From an optimization exercise on the open Yosys and OpenROAD flow, aimed at small area, a short achievable clock period and few clock cycles; shortcuts taken in it are not production practice. In this exercise RTL edits were held to simulation tests only and were not proved equivalent to the original.

===== design/flow/design.v =====
module d8_mul12 (
    input  wire [11:0] p,
    input  wire [11:0] q,
    output wire [11:0] y
);
    wire [23:0] pq = p * q;
    wire [24:0] t  = {1'b0, pq} + 25'd2048;
    wire [24:0] s  = t + {12'd0, t[24:12]};
    assign y = s[23:12];
endmodule
module d8_keep (
    input  wire [11:0] d,
    input  wire [11:0] inv,
    input  wire [13:0] inv3,
    input  wire [11:0] src,
    output wire [11:0] y
);
    wire [13:0] m1 = {2'b00, inv};
    wire [13:0] m2 = {1'b0, inv, 1'b0};
    wire [13:0] pp [0:5];
    genvar i;
    generate
        for (i = 0; i < 6; i = i + 1) begin : g_pp
            wire [1:0] s = d[2*i+1:2*i];
            assign pp[i] = ({14{s == 2'd1}} & m1) |
                           ({14{s == 2'd2}} & m2) |
                           ({14{s == 2'd3}} & inv3);
        end
    endgenerate
    wire [23:0] t = {10'd0, pp[0]} + {8'd0, pp[1], 2'd0} + {6'd0, pp[2], 4'd0} +
                    {4'd0, pp[3], 6'd0} + {2'd0, pp[4], 8'd0} + {pp[5], 10'd0} +
                    24'd2048;
    wire [11:0] h = t[23:12];
    wire [11:0] l = t[11:0];
    wire [12:0] hl = {1'b0, h} + {1'b0, l};
    wire        c  = hl[12];
    wire [12:0] s0 = {1'b0, src} + {1'b0, h};
    wire [12:0] s1 = {1'b0, src} + {1'b0, h} + 13'd1;
    wire [12:0] s  = c ? s1 : s0;
    assign y = s[12] ? 12'hFFF : s[11:0];
endmodule
module d8_expand (
    input  wire [2:0]  fmt,
    input  wire [31:0] pix,
    output reg  [11:0] a,
    output reg  [11:0] r,
    output reg  [11:0] g,
    output reg  [11:0] b
);
    always @(*) begin
        case (fmt)
            3'h0: begin  
                a = 12'hFFF;
                r = {pix[15:11], pix[15:11], pix[15:14]};
                g = {pix[10:5], pix[10:5]};
                b = {pix[4:0], pix[4:0], pix[4:3]};
            end
            3'h1: begin  
                a = {12{pix[15]}};
                r = {pix[14:10], pix[14:10], pix[14:13]};
                g = {pix[9:5], pix[9:5], pix[9:8]};
                b = {pix[4:0], pix[4:0], pix[4:3]};
            end
            3'h2: begin  
                a = {3{pix[15:12]}};
                r = {3{pix[11:8]}};
                g = {3{pix[7:4]}};
                b = {3{pix[3:0]}};
            end
            3'h3, 3'h4: begin  
                a = 12'hFFF;
                r = {pix[23:16], pix[23:20]};
                g = {pix[15:8], pix[15:12]};
                b = {pix[7:0], pix[7:4]};
            end
            3'h5: begin  
                a = {pix[31:24], pix[31:28]};
                r = {pix[23:16], pix[23:20]};
                g = {pix[15:8], pix[15:12]};
                b = {pix[7:0], pix[7:4]};
            end
            3'h6: begin  
                a = {6{pix[31:30]}};
                r = {pix[29:20], pix[29:28]};
                g = {pix[19:10], pix[19:18]};
                b = {pix[9:0], pix[9:8]};
            end
            default: begin  
                a = 12'hFFF;
                r = {pix[29:20], pix[29:28]};
                g = {pix[19:10], pix[19:18]};
                b = {pix[9:0], pix[9:8]};
            end
        endcase
    end
endmodule
module d8_blend (
    input  wire        clk,
    input  wire        rst,         
    input  wire        in_valid,
    output wire        in_ready,
    input  wire        in_first,    
    input  wire        in_last,     
    input  wire [29:0] in_bg,       
    input  wire        in_lay,      
    input  wire        in_solid,    
    input  wire [2:0]  in_fmt,      
    input  wire [1:0]  in_mode,     
    input  wire [11:0] in_pa,       
    input  wire [31:0] in_pix,      
    output reg         out_valid,
    input  wire        out_ready,
    output reg  [29:0] out_pix      
);
    localparam [1:0] MODE_OPAQUE  = 2'd0;
    localparam [1:0] MODE_PREMULT = 2'd1;
    reg  r1_v;           
    reg  adv;            
    assign in_ready = adv;
    reg        s0_v, s0_first, s0_last, s0_lay, s0_solid;
    reg [29:0] s0_bg;
    reg [2:0]  s0_fmt;
    reg [1:0]  s0_mode;
    reg [11:0] s0_pa;
    reg [31:0] s0_pix;
    always @(posedge clk) begin
        if (rst)
            s0_v <= 1'b0;
        else if (adv)
            s0_v <= in_valid;
    end
    always @(posedge clk) begin
        if (adv) begin
            s0_first <= in_first;
            s0_last  <= in_last;
            s0_lay   <= in_lay;
            s0_solid <= in_solid;
            s0_bg    <= in_bg;
            s0_fmt   <= in_fmt;
            s0_mode  <= in_mode;
            s0_pa    <= in_pa;
            s0_pix   <= in_pix;
        end
    end
    wire [11:0] px_a, px_r, px_g, px_b;
    d8_expand u_expand (
        .fmt (s0_solid ? 3'h6 : s0_fmt),    
        .pix (s0_pix),
        .a   (px_a),
        .r   (px_r),
        .g   (px_g),
        .b   (px_b)
    );
    wire [11:0] a_eff = (s0_mode == MODE_OPAQUE) ? 12'hFFF : px_a;
    wire [11:0] ap;
    d8_mul12 u_ap (.p(a_eff), .q(s0_pa), .y(ap));
    wire [11:0] f = (s0_mode == MODE_PREMULT) ? s0_pa : ap;
    reg        s1_v, s1_first, s1_last, s1_lay;
    reg [29:0] s1_bg;
    reg [11:0] s1_r, s1_g, s1_b, s1_f, s1_ap;
    always @(posedge clk) begin
        if (rst)
            s1_v <= 1'b0;
        else if (adv)
            s1_v <= s0_v;
    end
    always @(posedge clk) begin
        if (adv) begin
            s1_first <= s0_first;
            s1_last  <= s0_last;
            s1_lay   <= s0_lay;
            s1_bg    <= s0_bg;
            s1_r     <= px_r;
            s1_g     <= px_g;
            s1_b     <= px_b;
            s1_f     <= f;
            s1_ap    <= ap;
        end
    end
    wire [11:0] src_r, src_g, src_b;
    d8_mul12 u_src_r (.p(s1_r), .q(s1_f), .y(src_r));
    d8_mul12 u_src_g (.p(s1_g), .q(s1_f), .y(src_g));
    d8_mul12 u_src_b (.p(s1_b), .q(s1_f), .y(src_b));
    wire [11:0] inv  = 12'hFFF - s1_ap;
    wire [13:0] inv3 = {2'b00, inv} + {1'b0, inv, 1'b0};
    reg        s2_v, s2_first, s2_last, s2_lay;
    reg [29:0] s2_bg;
    reg [11:0] s2_src_r, s2_src_g, s2_src_b, s2_inv;
    reg [13:0] s2_inv3;
    always @(posedge clk) begin
        if (rst)
            s2_v <= 1'b0;
        else if (adv)
            s2_v <= s1_v;
    end
    always @(posedge clk) begin
        if (adv) begin
            s2_first <= s1_first;
            s2_last  <= s1_last;
            s2_lay   <= s1_lay;
            s2_bg    <= s1_bg;
            s2_src_r <= src_r;
            s2_src_g <= src_g;
            s2_src_b <= src_b;
            s2_inv   <= inv;
            s2_inv3  <= inv3;
        end
    end
    reg  [11:0] dst_r, dst_g, dst_b;
    wire [11:0] bg_r = {s2_bg[29:20], s2_bg[29:28]};
    wire [11:0] bg_g = {s2_bg[19:10], s2_bg[19:18]};
    wire [11:0] bg_b = {s2_bg[9:0],   s2_bg[9:8]};
    wire [11:0] below_r = s2_first ? bg_r : dst_r;
    wire [11:0] below_g = s2_first ? bg_g : dst_g;
    wire [11:0] below_b = s2_first ? bg_b : dst_b;
    wire [11:0] bl_r, bl_g, bl_b;
    d8_keep u_keep_r (.d(below_r), .inv(s2_inv), .inv3(s2_inv3), .src(s2_src_r), .y(bl_r));
    d8_keep u_keep_g (.d(below_g), .inv(s2_inv), .inv3(s2_inv3), .src(s2_src_g), .y(bl_g));
    d8_keep u_keep_b (.d(below_b), .inv(s2_inv), .inv3(s2_inv3), .src(s2_src_b), .y(bl_b));
    always @(posedge clk) begin
        if (adv && s2_v) begin
            dst_r <= s2_lay ? bl_r : below_r;
            dst_g <= s2_lay ? bl_g : below_g;
            dst_b <= s2_lay ? bl_b : below_b;
        end
    end
    reg e_v;
    always @(posedge clk) begin
        if (rst)
            e_v <= 1'b0;
        else if (adv)
            e_v <= s2_v && s2_last;
    end
    wire [29:0] res  = {dst_r[11:2], dst_g[11:2], dst_b[11:2]};
    wire        emit = adv && e_v;
    wire        hold = out_valid && !out_ready;
    reg  [29:0] r1_pix;
    always @(posedge clk) begin
        if (emit && !r1_v)
            r1_pix <= res;
    end
    always @(posedge clk) begin
        if (!hold)
            out_pix <= r1_v ? r1_pix : res;
    end
    always @(posedge clk) begin
        if (rst) begin
            out_valid <= 1'b0;
            r1_v      <= 1'b0;
            adv       <= 1'b1;
        end else begin
            out_valid <= hold || r1_v || emit;
            r1_v      <= r1_v ? hold : (emit && hold);
            adv       <= !(r1_v ? hold : (emit && hold));
        end
    end
endmodule

===== design/flow/run.sh =====
#!/bin/bash
# synth_recipe.tcl (not shown) runs the flow's synth.tcl, then flattens the netlist and writes it again
# the make line also repeats each setting of config.mk as NAME=value (left out here)
make -C /OpenROAD-flow-scripts/flow DESIGN_CONFIG=/design/flow/config.mk WORK_HOME=/design/flow/orfs CLKGATE_MAP_FILE= SYNTH_SCRIPT=/design/flow/synth_recipe.tcl finish

===== design/flow/config.mk =====
export PLATFORM = sky130hd
export DESIGN_NAME = d8_blend
export DESIGN_NICKNAME = d8_blend
export VERILOG_FILES = /design/flow/design.v
export SDC_FILE = /design/flow/constraint.sdc
export NUM_CORES = 4
export LEC_CHECK = 0
export CAP_MARGIN = 20
export CORE_MARGIN = 2
export CORE_UTILIZATION = 40
export SLEW_MARGIN = 20

===== design/flow/constraint.sdc =====
create_clock -name core_clock -period 25.0 [get_ports {clk}]
set_input_delay 5.0000 -clock core_clock [delete_from_list [all_inputs] [get_ports {clk}]]
set_output_delay 5.0000 -clock core_clock [all_outputs]
set_load 0.01 [all_outputs]

==> notes.md <==
## synthesized netlist by cell type, types with 6 or more instances
cell type	n
inv_1	720
nand2_1	693
ha_1	600
fa_1	505
edfxtp_1	366
o21ai_0	279
mux2i_1	240
clkbuf_1	218
and2_1	215
a21oi_1	202
xnor2_1	179
nor2_1	174
nor2b_1	66
nor3_1	64
xor2_1	63
a21o_1	60
nand3_1	58
mux2_2	46
a31oi_1	43
buf_1	41
o21a_1	36
o211ai_1	35
a211oi_1	30
and3_1	30
nand2b_1	28
o21bai_1	28
nand4_1	27
or3_1	22
a22oi_1	15
a211o_1	13
or2_2	11
a221oi_1	10
nor4_1	10
a21boi_0	9
a31o_2	9
o31a_1	9
dfxtp_1	7
or4_1	7
a311oi_1	6
o311ai_0	6
o31ai_1	6
## layout by cell type, fill, tap and decap left out, drive strengths merged, types with 118 or more instances in the layout
master         count
o21ai            280
edfxtp           366
nand2            693
and2             215
mux2i            240
clkdlybuf4s50    118
fa               505
a21oi            202
inv              724
nor2             174
xnor2            181
ha               600
## worst max-delay path, delay by kind of cell (launching register included)
family | cells | cell delay (ns)
multiplexers | 1 | 0.81
AO/OA/AOI/OAI | 19 | 4.09
AND/OR/NAND/NOR | 6 | 1.48
adder cells (fa/ha/maj) | 6 | 2.53
buffers and inverters | 3 | 0.69
XOR/XNOR | 3 | 0.56
flip-flops | 1 | 0.92
## cell families after synthesis
group | count (synthesis)
AOI/OAI and AO/OA | 851
xor gates and xnor gates | 245
adders and majority gates | 1105
buffers and inverters | 987
DFF | 373
muxes | 287
and+or+nand+nor | 1438
## through the flow
stage | hold WS [ns] | cell area, sq um | util [%] | cells
after floorplan | 0.4003 | 49740 | - | 5286
after global placement | 0.4030 | 52670 | 42.66 | 6859
after detailed placement | 0.4045 | 52670 | 42.66 | 6859
after CTS | 0.4157 | 54060 | 43.79 | 6938
after global routing | 0.4200 | 54060 | 43.79 | 6938
final | 0.4138 | 54070 | 43.79 | 6939
## layer usage
layer | routed length (microns) | global-route usage (%)
met1 | 60110 | 28.93
met2 | 62620 | 35.40
met3 | 7492 | 2.604
met4 | 3964 | 6.211
met5 | 0 | 0
## how the worst min path moves through the flow
stage / endpoint / slack [ns] / cells past startpoint / startpoint
2_1_floorplan: s1_bg[0]$_DFFE_PP_ / 0.40 / 0 / s0_bg[0]$_DFFE_PP_
3_3_place_gp: s1_bg[0]$_DFFE_PP_ / 0.40 / 0 / s0_bg[0]$_DFFE_PP_
6_report: s2_bg[27]$_DFFE_PP_ / 0.41 / 0 / s1_bg[27]$_DFFE_PP_
3_5_place_dp: s1_bg[0]$_DFFE_PP_ / 0.40 / 0 / s0_bg[0]$_DFFE_PP_
5_1_grt: s1_bg[14]$_DFFE_PP_ / 0.42 / 0 / s0_bg[14]$_DFFE_PP_
4_1_cts: s2_bg[27]$_DFFE_PP_ / 0.42 / 0 / s1_bg[27]$_DFFE_PP_
## cell type report
class,instances,area [sq um],area share [%]
antenna,1,2.502,0.004628
clock buffer,53,1177,2.178
clock inverter,26,214.0,0.3957
inverter,721,2706,5.006
multi-input combinational,3926,34970,64.68
sequential,373,11140,20.60
tap,1637,2048,3.788
timing repair buffer,202,1812,3.351
## flip-flops by register name (all words and copies together) (netlist names), 2 cells and up
signal and flops:
s0_bg 30, s0_pix 32, s1_g 12, s2_bg 30
s1_f 12, s1_ap 12, dst_r 12, s2_src_r 12
s2_inv 12, s1_bg 30, s2_src_g 12, s0_fmt 3
dst_b 12, s2_src_b 12, out_pix 30, dst_g 12
s0_pa 12, s1_b 12, s1_r 12, r1_pix 30
s0_mode 2, s2_inv3 13
==> impl_metrics.toml <==
[clock_network]
cts_buffer_depth = 3
cts_tree = "built"
ctsResizeCount = 0
cts_setup_buffers = 0
htree_levels = 2
cts-root-buf = "clkbuf_16"
hold_buffers = 0
numCtsBuffers = 44
clk_latency_ns = 0.63
path_clk_slew_ns = 0.06
clkSinkCount = 373

[worst_setup_path]
crit_required_ns = 25.35
cp_max_fo = 24
critPathMostFrequentCell = "a21oi_1"
slowest_stage = "edfxtp_1"
rr_worst_depth = 38
cpPeakStageDelay_ns = 0.92
r2r_start = "s2_first$_DFFE_PP_"
crit_path_start = "s2_first$_DFFE_PP_"
crit_type = "reg -> reg"
worstReg2RegEnd = "dst_r[6]$_DFFE_PP_"
worstSetupEndpoint = "dst_r[6]$_DFFE_PP_"
worstPathArrival_ns = 11.73
end_kind = "flop"
rrSetupSlack_ns = 13.62
start_kind = "flop"

[die]
die_area_sq_mm = 0.1272
rows = 129
io_pins = 119
fp.dieW_microns = 356.6
die_height_microns = 356.6
start_util_pct = 40.28
coreArea_sq_mm = 0.1235

[global_route]
grt_overflow_total = 0
grt_pass1_wl_microns = 213800
grt_pass1_vias = 38140
grt_max_degree = 67
antenna_found_initial = 2
grt_use_total_pct = 21.24

[synth]
synth-seq-cells = 373
synth.mux.area_fraction_pct = 5.902
synth_xor_xnor_area_share_pct = 4.360
synth_top_area_share_pct = 22.10
synth_nets = 6478
ys_async_sr_fraction_pct = 0
synth_cells = 5286
synth_top_family_by_area = "adder cells"
synth_adder_area_share_pct = 35.42
synth_top_area_cell = "edfxtp_1"
ys_warn_count = 3
synth_area_sq_mm = 0.04974
avgSynthCellArea_sq_um = 9.409
ys_seq_area_share_pct = 22.38
synth.area.top_cells = "edfxtp_1 22%, fa_1 20%, ha_1 15%"
synth_cell_types = 90
synth_ff_type = "edfxtp_1"
synth_edf_count = 366
synth_compound_area_share_pct = 10.78
yosys.area_share.simple_pct = 13.69

[routing]
drt_wl_total_microns = 134200
drtIter0Drc = 2429
drc = 0
ant_nets = 0
drtPass1Iterations = 6
vias = 37500
vias_per_cell = 5.405
wl_per_cell_microns = 19.34

[hold_path]
holdCritPathClass = "reg -> reg"

[placed_design]
dpl.hpwl_microns = 101300
place_congestion = 0.9134
dp_slack_ns = 13.79
port-buffer-count = 118

[cells_and_area]
nNetsFinal = 6460
syn_to_final_growth_pct = 8.707
fill_cells = 11950
drive_gt1_share_pct = 5.056

[timing]
setup_ws_ns = 13.62
worst_pin_slew_ns = 1.101
hold_violations = 0
setup_tns_ns = 0
maxSlewHeadroom_pct = 26.59
finalSetupViolCount = 0
grt_setup_unrepaired = "no"
post-route-period-util_pct = 45.51
finClkSkew_ns = 0.02410
min_period_ns = 11.38
max_freq_ghz = 0.08789
slew_violations = 0

[flow_run]
cap_violations = 0

[outcome]
status = "no timing/DRC/antenna violations"
Testbench counts, summed over its fixed seeds: cycles 74,870.

[what the ideal ports hide]
No port has a modelled driver above. Below, the same layout with a new extraction and two added sets of constraints.
Step 1 sets driving cells, clkbuf_16 on the clock port and buf_2 on the other inputs (assumed; they add their load-dependent delay and slew).
Step 2 times the ports against the registers' clock, not the clock port: input delays grow and output delays shrink by t, the midpoint of the rising clock arrivals with the driver on.
Three values: no drivers, after step 1, after step 2; two values: the first two.
t, ns: 0.691
setup slack, ns: 13.622 / 13.622 / 13.622
slew at the worst register clock pin (ns): 0.07 / 0.07
After both steps setup and hold are still met in this run. For this run, drivers alone change the setup slack by 0.000 ns; drivers and shift together by 0.000 ns.
